What follows belongs to an exercise in optimizing a design on an open flow for small area, a short achievable clock period and few clock cycles per item; a production flow would make more cautious choices.
In this exercise RTL edits were held to simulation tests only and were not proved equivalent to the original.

## rs_encoder
module rs_encoder (
    input  wire        clk,
    input  wire        rst,
    input  wire        in_valid,
    output wire        in_ready,
    input  wire [31:0] in_data,
    input  wire [5:0]  in_k,
    input  wire [4:0]  in_m,        
    output wire        out_valid,
    input  wire        out_ready,
    output wire [31:0] out_data,
    output wire [3:0]  out_row,
    output wire        out_last
);
For scale: ~7200 cells after synthesis, roughly 86 I/O pins, about 64000 um2 of cells after synthesis.
==> flow/config.mk <==
export PLATFORM = sky130hd
export DESIGN_NAME = rs_encoder
export DESIGN_NICKNAME = rs_encoder
export VERILOG_FILES = /design/flow/design.v
export SDC_FILE = /design/flow/constraint.sdc
export NUM_CORES = 4
export LEC_CHECK = 0
export CAP_MARGIN = 10
export CELL_PAD_IN_SITES_DETAIL_PLACEMENT = 1
export CELL_PAD_IN_SITES_GLOBAL_PLACEMENT = 2
export CORE_MARGIN = 2
export CORE_UTILIZATION = 30
export PLACE_DENSITY = 0.5
export SETUP_SLACK_MARGIN = 5
export SLEW_MARGIN = 10
==> flow/constraint.sdc <==
create_clock -name core_clock -period 10.0 [get_ports {clk}]
set_input_delay 2.0000 -clock core_clock [delete_from_list [all_inputs] [get_ports {clk}]]
set_output_delay 2.0000 -clock core_clock [all_outputs]
set_load 0.01 [all_outputs]
standard.sh (not shown) runs the stock make flow with config.mk's settings and CLKGATE_MAP_FILE= SYNTH_SCRIPT=/design/flow/synth_recipe.tcl, a recipe that flattens the netlist after the stock synthesis.
==> flow/flow/run.sh <==
#!/bin/bash
bash standard.sh SETUP_SLACK_MARGIN=6.6 finish > standard.log 2>&1
The starting point passed the timing, design-rule and antenna checks.
Testbench counts at the start, summed over its fixed seeds: cycles 68,865, stripes 2,400.
Next try:
==> flow/flow/run.sh (replaced) <==
#!/bin/bash
bash standard.sh SETUP_SLACK_MARGIN=6.8 finish > standard.log 2>&1
CTS_CLUSTER_DIAMETER = 100   (was unset)
CTS_CLUSTER_SIZE = 20   (was unset)
=>
- The changed run went through all stages and came out clean
- hold slack gets better by 0.0032 ns
- worst setup slack gets better by 0.085 ns
- register-to-register slack improved by 0.13 ns
- sequential cell count does not change
- non-clock buffer count rose by 102
- die area does not change
Next try:
==> flow/flow/run.sh (replaced) <==
#!/bin/bash
bash standard.sh SETUP_SLACK_MARGIN=6.6 finish > standard.log 2>&1
Outcome: The changed run completed with no timing, DRC or antenna violations. Worst setup slack gets worse by 0.067 ns. Clock skew hardly moves. Register-to-register slack gets worse by 0.12 ns. Wire length went down by 0.51%. Worst hold slack is about the same. Sequential share of layout area rises by 1.2 points. Via count went down by 1.1%. Non-clock buffer count decreases by 116.

---

## job 101
Starting RTL as in the previous note.
==> flow/config.mk <==
export PLATFORM = sky130hd
export DESIGN_NAME = rs_encoder
export DESIGN_NICKNAME = rs_encoder
export VERILOG_FILES = /design/flow/design.v
export SDC_FILE = /design/flow/constraint.sdc
export NUM_CORES = 4
export LEC_CHECK = 0
export CAP_MARGIN = 10
export CELL_PAD_IN_SITES_DETAIL_PLACEMENT = 1
export CELL_PAD_IN_SITES_GLOBAL_PLACEMENT = 2
export CORE_MARGIN = 2
export CORE_UTILIZATION = 30
export CTS_CLUSTER_DIAMETER = 120
export CTS_CLUSTER_SIZE = 24
export PLACE_DENSITY = 0.5
export SETUP_SLACK_MARGIN = 5
export SLEW_MARGIN = 10
==> flow/constraint.sdc <==
create_clock -name core_clock -period 10.0 [get_ports {clk}]
set_input_delay 2.0000 -clock core_clock [delete_from_list [all_inputs] [get_ports {clk}]]
set_output_delay 2.0000 -clock core_clock [all_outputs]
set_load 0.01 [all_outputs]
==> flow/flow/run.sh <==
#!/bin/bash
bash standard.sh SETUP_SLACK_MARGIN=6.6 finish > standard.log 2>&1
Job 101: done, clean on timing, DRC and antenna
Testbench counts of job 101, summed over its fixed seeds: cycles 68,865, stripes 2,400.
--- input diff job 101..job 102 ---
--- a/flow/config.mk
+++ b/flow/config.mk
@@ -6,12 +6,10 @@
 export NUM_CORES = 4
 export LEC_CHECK = 0
-export CAP_MARGIN = 10
+export CAP_MARGIN = 20
 export CELL_PAD_IN_SITES_DETAIL_PLACEMENT = 1
 export CELL_PAD_IN_SITES_GLOBAL_PLACEMENT = 2
 export CORE_MARGIN = 2
 export CORE_UTILIZATION = 30
-export CTS_CLUSTER_DIAMETER = 120
-export CTS_CLUSTER_SIZE = 24
 export PLACE_DENSITY = 0.5
 export SETUP_SLACK_MARGIN = 5
-export SLEW_MARGIN = 10
+export SLEW_MARGIN = 20
- Across both runs, clock-pin slew on the worst setup and hold paths was lower for job 102 than for job 101.
- Final non-filler cell area grows by a few percent when moving from job 101 to job 102.
- Re number of buffers other than clock buffers in the final layout: job 102 is 15 up on job 101.
- Job 101 → job 102: final number of setup-violating endpoints held; worst setup slack for register-to-register paths went down 0.03 ns; count of clock-buffer cells in the layout went up about 70%.
- Cmp job 101 and job 102 / core occupancy in the finished layout / higher: job 102
diff inputs: job 102 => job 103
==> flow/flow/run.sh <==
#!/bin/bash
bash standard.sh SETUP_SLACK_MARGIN=7.0 finish > standard.log 2>&1
--- a/flow/config.mk
+++ b/flow/config.mk
@@ -6,10 +6,12 @@
 export NUM_CORES = 4
 export LEC_CHECK = 0
-export CAP_MARGIN = 20
+export CAP_MARGIN = 10
 export CELL_PAD_IN_SITES_DETAIL_PLACEMENT = 1
 export CELL_PAD_IN_SITES_GLOBAL_PLACEMENT = 2
 export CORE_MARGIN = 2
 export CORE_UTILIZATION = 30
+export CTS_CLUSTER_DIAMETER = 100
+export CTS_CLUSTER_SIZE = 20
 export PLACE_DENSITY = 0.5
 export SETUP_SLACK_MARGIN = 5
-export SLEW_MARGIN = 20
+export SLEW_MARGIN = 10
Going from job 102 to job 103, relative slew slack now larger; routed wire length on met3 now larger; reg2reg setup slack now larger; total placed instance area now smaller. Delta (job 103 minus job 102): total routed wirelength moved up; routed via count divided by cell count moved up; initial antenna violation count moved down; minimum hold slack moved up. A critical setup path kind of flip-flop to primary output is what job 103 shows, while flip-flop to flip-flop belongs to job 102. For job 103, the launching element of the worst setup path was od[16]$_DFFE_PP_, unlike job 102, where it was hoh[10]$_SDFFE_PP0P_.

[separate check: timing with driven ports]
In the flow no input, the clock included, has a driving cell. The finished layouts below were timed again as built, in two steps. Step 1 sets driving cells, clkbuf_16 on the clock port and buf_2 on the other inputs (assumed; they add their load-dependent delay and slew). Step 2 moves the port delays by t, midway between the first and last clock arrival at a register: inputs arrive t later, outputs are due t later. That takes back most of the time a late clock gives input paths. Three values: no drivers, after step 1, after step 2; two values: the first two.
| run | t (ns) | slack for setup (ns) | hold slack, ns |
|---|---|---|---|
| the first run of note 1 | 0.875 | 6.440 / 6.353 / 5.988 | 0.344 / 0.344 / 0.344 |
| the second run of note 1 | 0.857 | 6.525 / 6.432 / 6.111 | 0.347 / 0.347 / 0.347 |
| the third run of note 1 | 0.862 | 6.459 / 6.363 / 6.004 | 0.350 / 0.350 / 0.350 |
| job 101 | 0.831 | 6.475 / 6.380 / 6.006 | 0.353 / 0.353 / 0.353 |
| job 102 | 0.871 | 6.454 / 6.377 / 6.004 | 0.342 / 0.342 / 0.342 |
| job 103 | 0.838 | 6.525 / 6.430 / 6.183 | 0.349 / 0.349 / 0.349 |
After both steps setup and hold are still met in every run listed. The setup slack of job 101, which loses most, moves by -0.095 ns with the drivers and by -0.469 ns with both steps.
